Source: an optimization exercise on an open RTL-to-GDS flow (aim: small area, a short achievable clock period and few clock cycles). Production flows keep margins and buffers that such runs may drop.
Function was not checked in any run shown here: the RTL went through the layout flow alone.
No activity file was given, so power comes from the tool's default toggle rates.

--- config.mk ---
export PLATFORM = sky130hd
export DESIGN_NAME = sha3_512_core
export DESIGN_NICKNAME = sha3_512_core
export VERILOG_FILES = /design/flow/design.v
export SDC_FILE = /design/flow/constraint.sdc
export NUM_CORES = 4
export LEC_CHECK = 0
export CAP_MARGIN = 40
export CORE_MARGIN = 2
export CORE_UTILIZATION = 30
export SLEW_MARGIN = 20
--- constraint.sdc ---
create_clock -name core_clock -period 5.0 [get_ports {clk}]
set_input_delay 1.0000 -clock core_clock [delete_from_list [all_inputs] [get_ports {clk}]]
set_output_delay 1.0000 -clock core_clock [all_outputs]
set_load 0.01 [all_outputs]
--- design.v ---
module keccak_round (
    input  wire [1599:0] state_in,
    input  wire [4:0]    round,
    output wire [1599:0] state_out
);
    localparam [149:0] ROT = {
        6'd14, 6'd56, 6'd61, 6'd2,  6'd18,    
        6'd8,  6'd21, 6'd15, 6'd45, 6'd41,    
        6'd39, 6'd25, 6'd43, 6'd10, 6'd3,     
        6'd20, 6'd55, 6'd6,  6'd44, 6'd36,    
        6'd27, 6'd28, 6'd62, 6'd1,  6'd0      
    };
    wire [63:0] a [0:24];    
    wire [63:0] c [0:4];     
    wire [63:0] d [0:4];     
    wire [63:0] e [0:24];    
    wire [63:0] b [0:24];    
    wire [63:0] f [0:24];    
    reg  [63:0] rc;          
    genvar x, y;
    generate
        for (x = 0; x < 5; x = x + 1) begin : g_col
            for (y = 0; y < 5; y = y + 1) begin : g_in
                assign a[x+5*y] = state_in[64*(x+5*y) +: 64];
            end
            assign c[x] = a[x] ^ a[x+5] ^ a[x+10] ^ a[x+15] ^ a[x+20];
        end
        for (x = 0; x < 5; x = x + 1) begin : g_d
            assign d[x] = c[(x+4)%5] ^ {c[(x+1)%5][62:0], c[(x+1)%5][63]};
        end
        for (x = 0; x < 5; x = x + 1) begin : g_x
            for (y = 0; y < 5; y = y + 1) begin : g_y
                localparam integer R = ROT[6*(x+5*y) +: 6];
                assign e[x+5*y] = a[x+5*y] ^ d[x];
                if (R == 0) begin : g_r0
                    assign b[y+5*((2*x+3*y)%5)] = e[x+5*y];
                end else begin : g_r
                    assign b[y+5*((2*x+3*y)%5)] = {e[x+5*y][63-R:0], e[x+5*y][63:64-R]};
                end
            end
        end
        for (x = 0; x < 5; x = x + 1) begin : g_chi_x
            for (y = 0; y < 5; y = y + 1) begin : g_chi_y
                assign f[x+5*y] = b[x+5*y] ^ (~b[(x+1)%5+5*y] & b[(x+2)%5+5*y]);
                if (x + 5*y == 0) begin : g_iota
                    assign state_out[63:0] = f[0] ^ rc;
                end else begin : g_out
                    assign state_out[64*(x+5*y) +: 64] = f[x+5*y];
                end
            end
        end
    endgenerate
    always @(*) begin
        case (round)
            5'd0:  rc = 64'h0000000000000001;
            5'd1:  rc = 64'h0000000000008082;
            5'd2:  rc = 64'h800000000000808A;
            5'd3:  rc = 64'h8000000080008000;
            5'd4:  rc = 64'h000000000000808B;
            5'd5:  rc = 64'h0000000080000001;
            5'd6:  rc = 64'h8000000080008081;
            5'd7:  rc = 64'h8000000000008009;
            5'd8:  rc = 64'h000000000000008A;
            5'd9:  rc = 64'h0000000000000088;
            5'd10: rc = 64'h0000000080008009;
            5'd11: rc = 64'h000000008000000A;
            5'd12: rc = 64'h000000008000808B;
            5'd13: rc = 64'h800000000000008B;
            5'd14: rc = 64'h8000000000008089;
            5'd15: rc = 64'h8000000000008003;
            5'd16: rc = 64'h8000000000008002;
            5'd17: rc = 64'h8000000000000080;
            5'd18: rc = 64'h000000000000800A;
            5'd19: rc = 64'h800000008000000A;
            5'd20: rc = 64'h8000000080008081;
            5'd21: rc = 64'h8000000000008080;
            5'd22: rc = 64'h0000000080000001;
            5'd23: rc = 64'h8000000080008008;
            default: rc = 64'h0000000000000000;
        endcase
    end
endmodule
module sha3_512_core (
    input  wire         clk,
    input  wire         rst,           
    input  wire         in_valid,
    output wire         in_ready,
    input  wire [63:0]  in_data,
    input  wire         in_last,
    input  wire [3:0]   in_nbytes,
    output wire         out_valid,
    input  wire         out_ready,
    output wire [511:0] out_digest
);
    reg  [575:0]  bf;            
    reg  [3:0]    widx;          
    reg           full;          
    reg           bf_final;      
    reg           zfill;         
    reg           pend06;        
    reg  [1599:0] s;             
    reg           busy;          
    reg  [4:0]    rnd;           
    reg           cur_final;     
    reg           done;          
    wire go0  = !busy && full && !done;         
    wire run  = busy || go0;
    wire take = done && out_ready;
    assign out_valid  = done;
    assign out_digest = s[511:0];
    wire room   = !full || go0;
    assign in_ready = room && !zfill;
    wire accept = in_valid && in_ready;
    wire wr     = accept || (zfill && room);
    wire [3:0] nb = in_last ? in_nbytes : 4'd8;
    reg  [63:0] wdata;
    integer j;
    always @(*) begin
        if (zfill) begin
            wdata = {56'd0, pend06 ? 8'h06 : 8'h00};
        end else begin
            for (j = 0; j < 8; j = j + 1)
                wdata[8*j +: 8] = (j < nb)  ? in_data[8*j +: 8] :
                                  (j == nb) ? 8'h06 : 8'h00;
        end
        if (widx == 4'd8 && (zfill || (in_last && nb != 4'd8)))
            wdata[63] = 1'b1;
    end
    wire blk_end   = wr && (widx == 4'd8);
    wire wr_final  = zfill || (in_last && nb != 4'd8);
    always @(posedge clk) begin
        if (wr)
            bf <= {wdata, bf[575:64]};
    end
    always @(posedge clk) begin
        if (rst) begin
            widx     <= 4'd0;
            full     <= 1'b0;
            bf_final <= 1'b0;
            zfill    <= 1'b0;
            pend06   <= 1'b0;
        end else begin
            if (go0)
                full <= 1'b0;
            if (wr) begin
                if (blk_end) begin
                    widx     <= 4'd0;
                    full     <= 1'b1;
                    bf_final <= wr_final;
                end else begin
                    widx <= widx + 4'd1;
                end
                if (zfill) begin
                    pend06 <= 1'b0;
                    if (blk_end)
                        zfill <= 1'b0;
                end else if (in_last) begin
                    zfill  <= !(blk_end && nb != 4'd8);
                    pend06 <= (nb == 4'd8);
                end
            end
        end
    end
    wire [1599:0] s_in = {s[1599:576], s[575:0] ^ (bf & {576{go0}})};
    wire [1599:0] s_round;
    keccak_round u_round (
        .state_in  (s_in),
        .round     (busy ? rnd : 5'd0),
        .state_out (s_round)
    );
    always @(posedge clk) begin
        if (rst || take)
            s <= 1600'd0;
        else if (run)
            s <= s_round;
    end
    always @(posedge clk) begin
        if (rst) begin
            busy      <= 1'b0;
            rnd       <= 5'd0;
            cur_final <= 1'b0;
            done      <= 1'b0;
        end else begin
            if (take)
                done <= 1'b0;
            if (go0) begin
                busy      <= 1'b1;
                rnd       <= 5'd1;
                cur_final <= bf_final;
            end else if (busy) begin
                rnd <= rnd + 5'd1;
                if (rnd == 5'd23) begin
                    busy <= 1'b0;
                    if (cur_final)
                        done <= 1'b1;
                end
            end
        end
    end
endmodule
--- run.sh ---
#!/bin/bash
# synth_recipe.tcl (not shown) runs the flow's synth.tcl, then flattens the netlist and writes it again
# the make line also repeats each setting of config.mk as NAME=value (left out here)
make -C /OpenROAD-flow-scripts/flow DESIGN_CONFIG=/design/flow/config.mk WORK_HOME=/design/flow/orfs CLKGATE_MAP_FILE= SYNTH_SCRIPT=/design/flow/synth_recipe.tcl finish
==> impl_metrics.env, run 1 <==
export IMPL_status="finished with violations"
export IMPL_check_faults="negative setup slack"
export IMPL_worst_pin_slew_ps=1190
export IMPL_synth_seq_area_share_pct=33.9
export IMPL_cp_start_kind="register"
export IMPL_peakVddDrop_mv=0.288
export IMPL_n_fill_cell=47800
export IMPL_yosys_most_used_dff="dfxtp_1"
export IMPL_place_congestion=1.16
export IMPL_fin_skew_ps=66.6
export IMPL_wirelength_mm=1350
export IMPL_fin_crit_sh_pct=102
export IMPL_syn_area_sq_um=146000
export IMPL_worstPathRequired_ps=5910
export IMPL_grt_max_degree=148
export IMPL_rows=256
export IMPL_cts_sinks=2192
export IMPL_cts_max_level=5
export IMPL_synth_edff_count=576
export IMPL_grt_pass1_vias=123000
export IMPL_area_growth_synth_to_final_pct=35.6
export IMPL_drt_iter0_drc=25700
export IMPL_multiInputGateArea_sq_um=93400
export IMPL_tritoncts="yes"
export IMPL_p_leak_nw=77.3
export IMPL_min_path_cells=0
export IMPL_crit_family="XOR/XNOR gates"
export IMPL_cp_arrival_ps=6000
export IMPL_reg2regPathDepth=14
export IMPL_holdPathEnd="bf[373]$_DFFE_PP_"
export IMPL_clockBufferDepth=4
export IMPL_grt_usage_pct=52.9
export IMPL_cts_made_buffers=307
export IMPL_core_area_sq_um=486000
export IMPL_synthCells=14900
export IMPL_hpwl_mm=1170
export IMPL_nets=17700
export IMPL_ys_ff_latch=2192
export IMPL_crit_type="register to register"
export IMPL_synth_cell_types=65
export IMPL_antenna_found_initial=190
export IMPL_maxCapViolCount=0
export IMPL_path_cells="buf_12, buf_12, nor4bb_1, buf_4, xnor2_1, xnor3_1, xnor2_2, buf_12, xnor2_2, buf_12, nand2_1, xnor2_1, buf_4, a21oi_1"
export IMPL_syn_nets=15000
export IMPL_ys_top_cells_by_area="dfxtp_1, xnor2_1, edfxtp_1"
export IMPL_die_area_sq_um=493000
export IMPL_endpoint_kind="register"
export IMPL_max_freq_mhz=197
export IMPL_final_cell_mix="buf_4, xnor2_1, dfxtp_1"
export IMPL_r2r_end="s[1361]$_SDFFE_PP0P_"
export IMPL_drt_first_pass_iters=8
export IMPL_setup_viol=2
export IMPL_vias_per_cell=5.89
export IMPL_seq_area_sq_um=49700
export IMPL_synth_top_cell_area_share_pct=22.1
export IMPL_clkTransAtPathRegs_ps=60
export IMPL_grt_first_pass_wirelength_mm=1620
export IMPL_drive_gt1_share_pct=28.2
export IMPL_clk_latency_ps=1060
export IMPL_r2r_start="full$_SDFF_PP0_"
export IMPL_worst_slack_ps=-88.9
export IMPL_worstPathMaxFanout=74
export IMPL_finalHoldViolations=0
export IMPL_min_from="bf[437]$_DFFE_PP_"
export IMPL_max_slew_margin_rel_pct=20.5
export IMPL_synth_warnings=2
export IMPL_rsz0062_at_grt="no"
export IMPL_hold_buffers=0
export IMPL_clockRootBuffer="clkbuf_16"
export IMPL_num_vias=144000
export IMPL_die_y_um=702
export IMPL_syn_area_per_cell_sq_um=9.79
export IMPL_drt_antenna_violating_nets=0
export IMPL_cp_common_cell="buf_12"
export IMPL_maxSlewViolCount=0
export IMPL_power_density_nw_per_um2=225
export IMPL_drc=0
export IMPL_port_buffer_count=586
export IMPL_grt_ovfl_total=0
export IMPL_path_buf_inv=6
export IMPL_startpoint="full$_SDFF_PP0_"
export IMPL_wl_per_cell_um=55.2
export IMPL_hold_path_class="register to register"
export IMPL_cpPeakStageDelay_ps=910
export IMPL_final_common_cell="buf_4"
export IMPL_initial_core_util_pct=30.1
export IMPL_final_min_clock_period_ps=5090
export IMPL_reg2reg_slack_ps=-90
export IMPL_die_w_um=702
export IMPL_dp_slack_ps=-75.8
export IMPL_fin_util_pct=40.8
export IMPL_final_setup_tns_ps=-128
export IMPL_async_reset_ff_share_pct=0
export IMPL_synth_area_leader_cell="dfxtp_1"
export IMPL_ios=587
export IMPL_cp_slowest_cell="nor4bb_1"
-- power by group --
part / internal, W / total (W) / switching (W) / leakage (nW)
registers: 0.0188 / 0.0192 / 0.000428 / 18.8
clock network: 0.0136 / 0.0239 / 0.0103 / 4.99
logic: 0.000414 / 0.00150 / 0.00109 / 53.5
total: 0.0328 / 0.0446 / 0.0118 / 77.3
-- repair_timing --
item | 4_1_cts | 5_1_grt
gates resized for setup | 1 | 0
buffers inserted | 0 | 0
endpoints found under the setup margin | 1 | 0
-- through the flow --
stage          cells  power, W  hold WS, ps  area, sq um
5_1_grt        24300    0.0451          411       198000
3_5_place_dp   23700    0.0209          425       187000
4_1_cts        24300    0.0444          402       198000
3_3_place_gp   23600    0.0209          420       186000
6_report       24500    0.0446          391       198000
2_1_floorplan  14900    0.0199          417       146000
-- synthesized netlist by cell type, drive strengths merged (69+ instances only) --
| master | n |
|---|---|
| xnor2 | 2978 |
| dfxtp | 1616 |
| xor2 | 1396 |
| nand2 | 1303 |
| a21oi | 950 |
| o21ai | 927 |
| nor2 | 796 |
| buf | 631 |
| clkbuf | 609 |
| edfxtp | 576 |
| nand3 | 458 |
| and4bb | 449 |
| o211ai | 270 |
| xnor3 | 235 |
| and2 | 231 |
| nor2b | 220 |
| nand2b | 215 |
| a221o | 186 |
| nor3 | 171 |
| or4 | 102 |
| nor4bb | 100 |
| or2 | 86 |
| mux2i | 77 |
| nand4 | 69 |
-- layer usage --
metal  GRT usage [%]  part of all wire [%]  vias to the layer above
met2            66.9                    36                    12000
met5            1.69                 0.083                        -
met3            27.8                    15                     2606
met4            45.1                    11                       70
li1                -                     -                    56000
met1            64.4                    38                    73400
-- cell families (layout without fill, tap and decap cells) --
kind of cell	after synthesis	after routing	synth area share [%]
other	0	150	0
buffers and inverters	1272	4185	4.81
and+or+nand+nor	4308	4308	16.6
adders and majority gates	9	9	0.0770
xor gates and xnor gates	4637	4637	34.4
AOI/OAI and AO/OA	2441	2441	9.67
muxes	78	78	0.535
DFF	2192	2192	33.9
-- sequential cells by signal, summed over array words and instances (netlist names), 4 cells and up --
| signal | flops |
|---|---|
| bf | 576 |
| widx | 4 |
| s | 1600 |
| rnd | 5 |
-- layout make-up --
class,count,share of cell area [%]
clock inverter,129,0.759
sequential,2192,25.0
inverter,32,0.0624
clock buffer,436,4.40
tap,6450,4.07
multi-input combinational,11500,47.0
timing repair buffer,3588,18.4
antenna,150,0.189
-- worst max-delay path by stage --
stage / to / slack [ps] / cells after the start
global route: s[1361]$_SDFFE_PP0P_ / 80 / 16
floorplan: bf[0]$_DFFE_PP_ / -5310 / 2
global placement: s[252]$_SDFFE_PP0P_ / -420 / 12
finish: s[1361]$_SDFFE_PP0P_ / -90 / 14
detailed placement: s[582]$_SDFFE_PP0P_ / -80 / 14
CTS: s[1361]$_SDFFE_PP0P_ / 130 / 16
==> inputs of run 2 (changes only) <==
--- a/design.v
+++ b/design.v
@@ -100,10 +100,11 @@
     reg           pend06;        
     reg  [1599:0] s;             
+    reg           r0;            
     reg           busy;          
     reg  [4:0]    rnd;           
     reg           cur_final;     
     reg           done;          
-    wire go0  = !busy && full && !done;         
-    wire run  = busy || go0;
+    wire go0  = r0;
+    wire run  = busy || r0;
     wire take = done && out_ready;
     assign out_valid  = done;
@@ -141,5 +142,5 @@
             pend06   <= 1'b0;
         end else begin
-            if (go0)
+            if (r0)
                 full <= 1'b0;
             if (wr) begin
@@ -175,6 +176,9 @@
             s <= s_round;
     end
+    wire full_next = (full && !r0) || blk_end;
+    wire last_rnd  = busy && (rnd == 5'd23);
     always @(posedge clk) begin
         if (rst) begin
+            r0        <= 1'b0;
             busy      <= 1'b0;
             rnd       <= 5'd0;
@@ -182,7 +186,9 @@
             done      <= 1'b0;
         end else begin
+            r0 <= full_next && ((last_rnd && !cur_final) ||
+                                (!busy && !r0 && (!done || take)));
             if (take)
                 done <= 1'b0;
-            if (go0) begin
+            if (r0) begin
                 busy      <= 1'b1;
                 rnd       <= 5'd1;
--- a/config.mk
+++ b/config.mk
@@ -9,3 +9,4 @@
 export CORE_MARGIN = 2
 export CORE_UTILIZATION = 30
+export SETUP_SLACK_MARGIN = 1.0
 export SLEW_MARGIN = 20
==> run 2 against run 1 <==
Against the previous run:
- the run now finishes clean
- count of clock-buffer cells in the layout decreased by 29
- area after synthesis decreased by 3.5%
- register-to-register slack improved by 1000 ps
- critical path depth decreased by 2
- combinational power increased by 37%
- utilization decreased by 2.9 points
- die area decreased by 3.5%
- final cell count decreased by 7.2%
- total power increased by 0.24%
- non-clock buffer count decreased by 1457
- sequential share of layout area increased by 3.0 points
==> impl_metrics.env, run 2 <==
export IMPL_post_dp_cell_area_sq_um=167000
export IMPL_use_met1_pct=52.6
export IMPL_rsz0062_at_grt="no"
export IMPL_synth_edff_count=576
export IMPL_cp_start_kind="register"
export IMPL_postLayoutCellArea_sq_um=177000
export IMPL_finalHoldViolations=0
export IMPL_rows=251
export IMPL_clkTransAtPathRegs_ps=70
export IMPL_final_min_clock_period_ps=4090
export IMPL_final_setup_tns_ps=0
export IMPL_async_reset_ff_share_pct=0
export IMPL_grt_pass1_vias=110000
export IMPL_top_regs="s (1600), bf (576), rnd (5)"
export IMPL_place_congestion=1.17
export IMPL_final_common_cell="xnor2_1"
export IMPL_grt_ovfl_total=0
export IMPL_synth_top_cell_area_share_pct=22.9
export IMPL_grt_first_pass_wirelength_mm=1300
export IMPL_vias_per_cell=5.43
export IMPL_antenna_found_initial=113
export IMPL_reg2reg_slack_ps=910
export IMPL_ys_ff_latch=2193
export IMPL_drc=0
export IMPL_die_w_um=690
export IMPL_drt_first_pass_iters=8
export IMPL_area_growth_synth_to_final_pct=25.6
export IMPL_syn_area_sq_um=141000
export IMPL_worstPathRequired_ps=5940
export IMPL_worstPathMaxFanout=22
export IMPL_globalRouteMet3Util_pct=17.3
export IMPL_wl_per_cell_um=46.8
export IMPL_largest_register="s"
export IMPL_busiest_layer="met2"
export IMPL_multiInputGateArea_sq_um=89900
export IMPL_initial_core_util_pct=30.2
export IMPL_ios=587
export IMPL_tritoncts="yes"
export IMPL_syn_nets=15000
export IMPL_synth_warnings=2
export IMPL_final_cell_mix="xnor2_1, xor2_1, dfxtp_1"
export IMPL_worst_pin_slew_ps=1110
export IMPL_nets=16200
export IMPL_crit_type="register to register"
export IMPL_min_from="bf[290]$_DFFE_PP_"
export IMPL_core_area_sq_um=468000
export IMPL_status="timing/DRC/antenna clean"
export IMPL_max_freq_mhz=244
export IMPL_drt_antenna_violating_nets=0
export IMPL_cp_arrival_ps=5030
export IMPL_n_fill_cell=47100
export IMPL_clockRootBuffer="clkbuf_16"
export IMPL_fin_crit_sh_pct=81.9
export IMPL_seq_area_sq_um=49700
export IMPL_synth_seq_area_share_pct=35.2
export IMPL_ys_top_cells_by_count="xnor2_1, xor2_1, dfxtp_1, nor2_1, nand2_1"
export IMPL_drt_iter0_drc=18600
export IMPL_peakVddDrop_mv=0.258
export IMPL_power_density_nw_per_um2=252
export IMPL_fin_skew_ps=69.9
export IMPL_p_leak_nw=64.3
export IMPL_startpoint="r0$_SDFF_PP0_"
export IMPL_synth_cell_types=57
export IMPL_clockBufferDepth=4
export IMPL_grt_use_met2_pct=59.0
export IMPL_hpwl_mm=916
export IMPL_endpoint_kind="register"
export IMPL_max_slew_margin_rel_pct=26.0
export IMPL_synth_area_leader_cell="dfxtp_1"
export IMPL_hold_buffers=0
export IMPL_cts_made_buffers=298
export IMPL_hold_path_class="register to register"
export IMPL_cts_sinks=2193
export IMPL_grt_usage_pct=43.4
export IMPL_cts_max_level=5
export IMPL_port_buffer_count=586
export IMPL_dp_slack_ps=547
export IMPL_largest_reg_flops=1600
export IMPL_r2r_start="r0$_SDFF_PP0_"
export IMPL_die_area_sq_um=476000
export IMPL_clk_latency_ps=1040
export IMPL_die_y_um=690
export IMPL_synthCells=14900
export IMPL_grt_max_degree=172
export IMPL_maxSlewViolCount=0
export IMPL_holdWs_ps=439
export IMPL_maxCapViolCount=0
export IMPL_syn_area_per_cell_sq_um=9.49
export IMPL_yosys_most_used_dff="dfxtp_1"
export IMPL_ys_top_cells_by_area="dfxtp_1, xnor2_1, edfxtp_1"
export IMPL_drive_gt1_share_pct=18.3
export IMPL_worst_slack_ps=907
export IMPL_yosysMostFrequentCell="xnor2_1"
export IMPL_wirelength_mm=1060
export IMPL_setup_viol=0
export IMPL_num_vias=123000
## run 2: cell types whose count changed after synthesis, moves of 264 or more
cell / previous run / this run
xor2_1: 1272 / 1842
nor2_1: 796 / 1617
a211oi_1: 15 / 989
o21ai_0: 927 / 602
a21oi_1: 950 / 70
xnor2_1: 2586 / 3161
and4bb_2: 390 / 0
o211ai_1: 270 / 6
## run 2: what timing repair did
item,in CTS,in global routing
setup endpoints to repair,92,6
resized for setup,2,5
setup buffers,8,0
gates cloned,0,0
## run 2: report_power, final
group | total, W | switching [W] | internal, W | leakage, nW
sequential | 0.0194 | 0.000553 | 0.0189 | 18.8
combinational | 0.00206 | 0.00144 | 0.000614 | 40.6
clock | 0.0233 | 0.0100 | 0.0132 | 4.93
total | 0.0447 | 0.0120 | 0.0327 | 64.3
## run 2: logic make-up (layout without fill, tap and decap cells)
kind of cell | Yosys count | after routing | share of synthesized area [%]
xor+xnor | 5644 | 5644 | 39.8
compound gates | 1714 | 1714 | 7.91
fa+ha+maj | 9 | 9 | 0.0798
buf+inv | 1159 | 2682 | 4.56
other cells | 0 | 82 | 0
mux | 7 | 7 | 0.0496
simple gates | 4153 | 4153 | 12.4
flops | 2193 | 2193 | 35.2
## run 2: final cells by class
type                            instances  share of cell area [%]
Sequential cell                      2193                    28.0
Tap cell                             6198                    4.37
Multi-Input combinational cell      11500                    50.7
Timing Repair Buffer                 2131                    11.1
Clock buffer                          407                    4.71
Clock inverter                        136                   0.981
Inverter                                8                  0.0317
Antenna cell                           82                   0.116
## run 2: final timing paths
kind,to,cells past startpoint
setup / recovery,s[1267]$_SDFFE_PP0N_,12
hold / removal,bf[226]$_DFFE_PP_,0
setup reg to reg,s[1267]$_SDFFE_PP0N_,12
hold reg to reg,bf[226]$_DFFE_PP_,0
## run 2: routing by layer
metal  up-vias  routed length [um]
li1      51000                   -
met1     62500              401000
met2      7865              413000
met3      1816              134000
met4        46              113000
met5         -                 362
## run 2: through the flow
step	util, %	total power, W	instances
floorplan	-	0.0204	14900
global placement	34.9	0.0217	21800
detailed placement	35.6	0.0217	22000
CTS	37.8	0.0446	22600
global route	37.9	0.0454	22600
finish	37.9	0.0447	22700
## run 2: worst max-delay path: stages, from the launching register on
cell and delay [ps]:
dfxtp_4 380, buf_4 210, buf_12 200, buf_4 210
nand2_1 70, xor2_1 720, xnor2_2 280, xnor2_4 610
buf_12 230, xor2_1 470, nor2_1 170, xnor2_1 170
a211oi_1 220

[port drivers added, routing unchanged]
How much do the figures lean on ideal ports? The routed layouts below were timed once more, with nothing changed but the port constraints.
Step 1 sets driving cells, clkbuf_16 on the clock port and buf_2 on the other inputs (assumed; they add their load-dependent delay and slew).
Step 2 also shifts input and output timing later by t, the mid clock arrival at the registers, as if the neighbouring blocks saw the same clock.
Three values: ideal ports, drivers, drivers and shift; two values: the first two.
| run | t (ns) | slack for setup (ns) | worst setup path after step 2 | latest minus earliest clock arrival (ns) | worst slew at a driven data input, ns |
|---|---|---|---|---|---|
| run 1 | 1.163 | -0.089 / -0.089 / -0.089 | register to register | 0.069 / 0.069 | 0.16 |
| run 2 | 1.114 | 0.907 / 0.907 / 0.907 | register to register | 0.070 / 0.070 | 0.05 |
